From an optimization exercise on the open Yosys and OpenROAD flow, aimed at small area and few clock cycles; shortcuts taken in it are not production practice.
In this exercise RTL edits were held to simulation tests only and were not proved equivalent to the original.

==> run E <==
Design ferik_core, start of the top module:
module ferik_core (
    input  wire         clk,
    input  wire         rst,             
    input  wire         start,           
    input  wire         insn_valid,
    input  wire [63:0]  insn,
    output wire         insn_ready,
    input  wire [63:0]  agreed,          
    input  wire [63:0]  avalid,          
    input  wire [3:0]   yflags,          
    input  wire [255:0] dwords,          
    input  wire [15:0]  z_dt,
    input  wire [15:0]  z_tcyc,
    input  wire [15:0]  z_cycle,
    input  wire [31:0]  z_now,
    output reg          rec_valid,
    output wire [63:0]  rec,
    output reg          done,
    output reg  [63:0]  misr,
    output wire [127:0] cmd              
);
export LEC_CHECK = 0
export CAP_MARGIN = 20
export CORE_MARGIN = 2
export CORE_UTILIZATION = 45
export CTS_BUF_LIST = sky130_fd_sc_hd__clkbuf_8
export GPL_TIMING_DRIVEN = 0
export PLACE_DENSITY = 0.55
export SETUP_SLACK_MARGIN = 0.8
export SLEW_MARGIN = 20
export SYNTH_HIERARCHICAL = 1
create_clock -name core_clock -period 15.0 [get_ports {clk}]
standard.sh (not shown) runs the stock make flow with config.mk's settings and CLKGATE_MAP_FILE= SYNTH_SCRIPT=/design/flow/synth_recipe.tcl, a recipe that flattens the netlist after the stock synthesis.
==> flow/flow/run.sh <==
#!/bin/bash
# Layout flow: the standard layout (standard.sh, with the standard synthesis unchanged),
# except that the port buffers are sky130_fd_sc_hd__buf_1 cells instead of the larger
# delay buffer buffer_ports picks by default. Every input and output port is still buffered.
set -euo pipefail
export BUFFER_PORTS_ARGS="-buffer_cell sky130_fd_sc_hd__buf_1"
bash standard.sh > standard.log 2>&1
==> run X: changes against run E <==
CORE_UTILIZATION = 50   (was 45)
CTS_BUF_LIST = not set   (was sky130_fd_sc_hd__clkbuf_8)
PLACE_DENSITY = 0.6   (was 0.55)
SETUP_SLACK_MARGIN = not set   (was 0.8)
==> run F: changes against run E <==
GPL_TIMING_DRIVEN = 1   (was 0)
SETUP_SLACK_MARGIN = 0.5   (was 0.8)
==> metrics.md <==
| Metric | Value |
|---|---|
| Status | `finished clean` |
| # Taps | `1,612` |
| GR Util All Layers | `41.31%` |
| R2R Setup Slk | `3.36 ns` |
-- figures above: run E

==> metrics.md <==
| Metric | Value |
|---|---|
| Multi-input combinational gate total | `2,780` |
| R2R Setup Slk | `3.93 ns` |
| Final Net Count | `5,958` |
| GR Util All Layers | `40.37%` |
| Commonest non-fill, non-tap cell in the layout | `edfxtp_1` |
| Total grt overflow | `0` |
| Status | `finished clean` |
| # Taps | `1,612` |
-- figures above: run F

==> metrics.md <==
| Metric | Value |
|---|---|
| Status | `complete, but fails checks` |
| Fail Reasons | `setup timing` |
| GR Util All Layers | `43.87%` |
| Final worst setup slack | `-0.03232 ns` |
| Final setup fails | `27` |
-- figures above: run X

Testbench counts of run E, summed over its fixed seeds: cycles 18,235.
Testbench counts of run X, summed over its fixed seeds: cycles 18,235.
Testbench counts of run F, summed over its fixed seeds: cycles 18,235.

* * *

==> build 74 <==
Starting RTL as in the previous note.
clock: 15.0 ns
lec_check: 0
cap_margin: 20
core_margin: 2
core_utilization: 45
cts_buf_list: sky130_fd_sc_hd__clkbuf_8
gpl_timing_driven: 1
place_density: 0.55
setup_slack_margin: 0.8
slew_margin: 20
synth_hierarchical: 1
Scripts as last shown in full above: flow/flow/run.sh
==> build 80 (differences from build 74) <==
--- a/flow/config.mk
+++ b/flow/config.mk
@@ -7,10 +7,9 @@
 export LEC_CHECK = 0
 export CAP_MARGIN = 20
 export CORE_MARGIN = 2
-export CORE_UTILIZATION = 45
+export CORE_UTILIZATION = 50
 export CTS_BUF_LIST = sky130_fd_sc_hd__clkbuf_8
-export GPL_TIMING_DRIVEN = 1
-export PLACE_DENSITY = 0.55
-export SETUP_SLACK_MARGIN = 0.8
+export GPL_TIMING_DRIVEN = 0
+export PLACE_DENSITY = 0.6
 export SLEW_MARGIN = 20
 export SYNTH_HIERARCHICAL = 1
==> flow_summary.toml <==
[timing]
rsz0062_at_grt = "no"
clock_skew_ns = 0.0396
worstMarginPinSlew_ns = 1.18
finalCriticalPeriod_ns = 14.00

[floorplanning]
placementRows = 127

[drt]
routed_wirelength_um = 260000
vias = 47949

[power_and_ir_drop]
fin_total_pwr_w = 0.00696

[run_status]
status = "complete, no violations"
(the above is from build 74)
==> flow_summary.toml <==
[drt]
routed_wirelength_um = 252000
vias = 48776

[timing]
setup_slack_ns = -0.0783
clock_skew_ns = 0.0553
finalSetupViolCount = 106

[floorplanning]
placementRows = 121

[finish]
regMostFlops = "words"

[grt]
grt-busiest-layer = "met2"

[run_status]
status = "complete, but fails checks"
so.violations = "negative setup slack"

[power_and_ir_drop]
fin_total_pwr_w = 0.00693
(the above is from build 80)
Testbench counts of build 74, summed over its fixed seeds: cycles 18,235.
Testbench counts of build 80, summed over its fixed seeds: cycles 18,235.

[what the ideal ports hide]
The results above use ideal ports. As a check the final layouts listed here were re-extracted and re-timed, cells and wires unchanged.
Step 1 assumes that a clkbuf_16 drives the clock port and a buf_2 every other input.
Step 2 adds t to the input delays and takes it off the output delays; t is the mean of the earliest and latest rising clock arrival at the registers after step 1. Input paths then give back, and output paths get back, about the clock's delay inside the block.
Slacks: ideal / step 1 / step 2; pairs: ideal / step 1.
run	t (ns)	setup WS [ns]	worst data-port slew with drivers (ns)	cell pins on the clock port's net
run E	0.938	0.302 / 0.236 / -0.702	0.30	1
run X	0.770	-0.032 / -0.047 / -0.817	0.27	1
run F	0.959	0.540 / 0.581 / -0.378	0.20	1
build 74	0.950	0.999 / 1.032 / 0.083	0.21	1
build 80	0.938	-0.078 / -0.073 / -1.010	0.26	1
With both steps, setup timing fails in run E and run F, where it was met with ideal ports. The setup slack of run E, which loses most, moves by -0.066 ns with the drivers and by -1.004 ns with both steps.
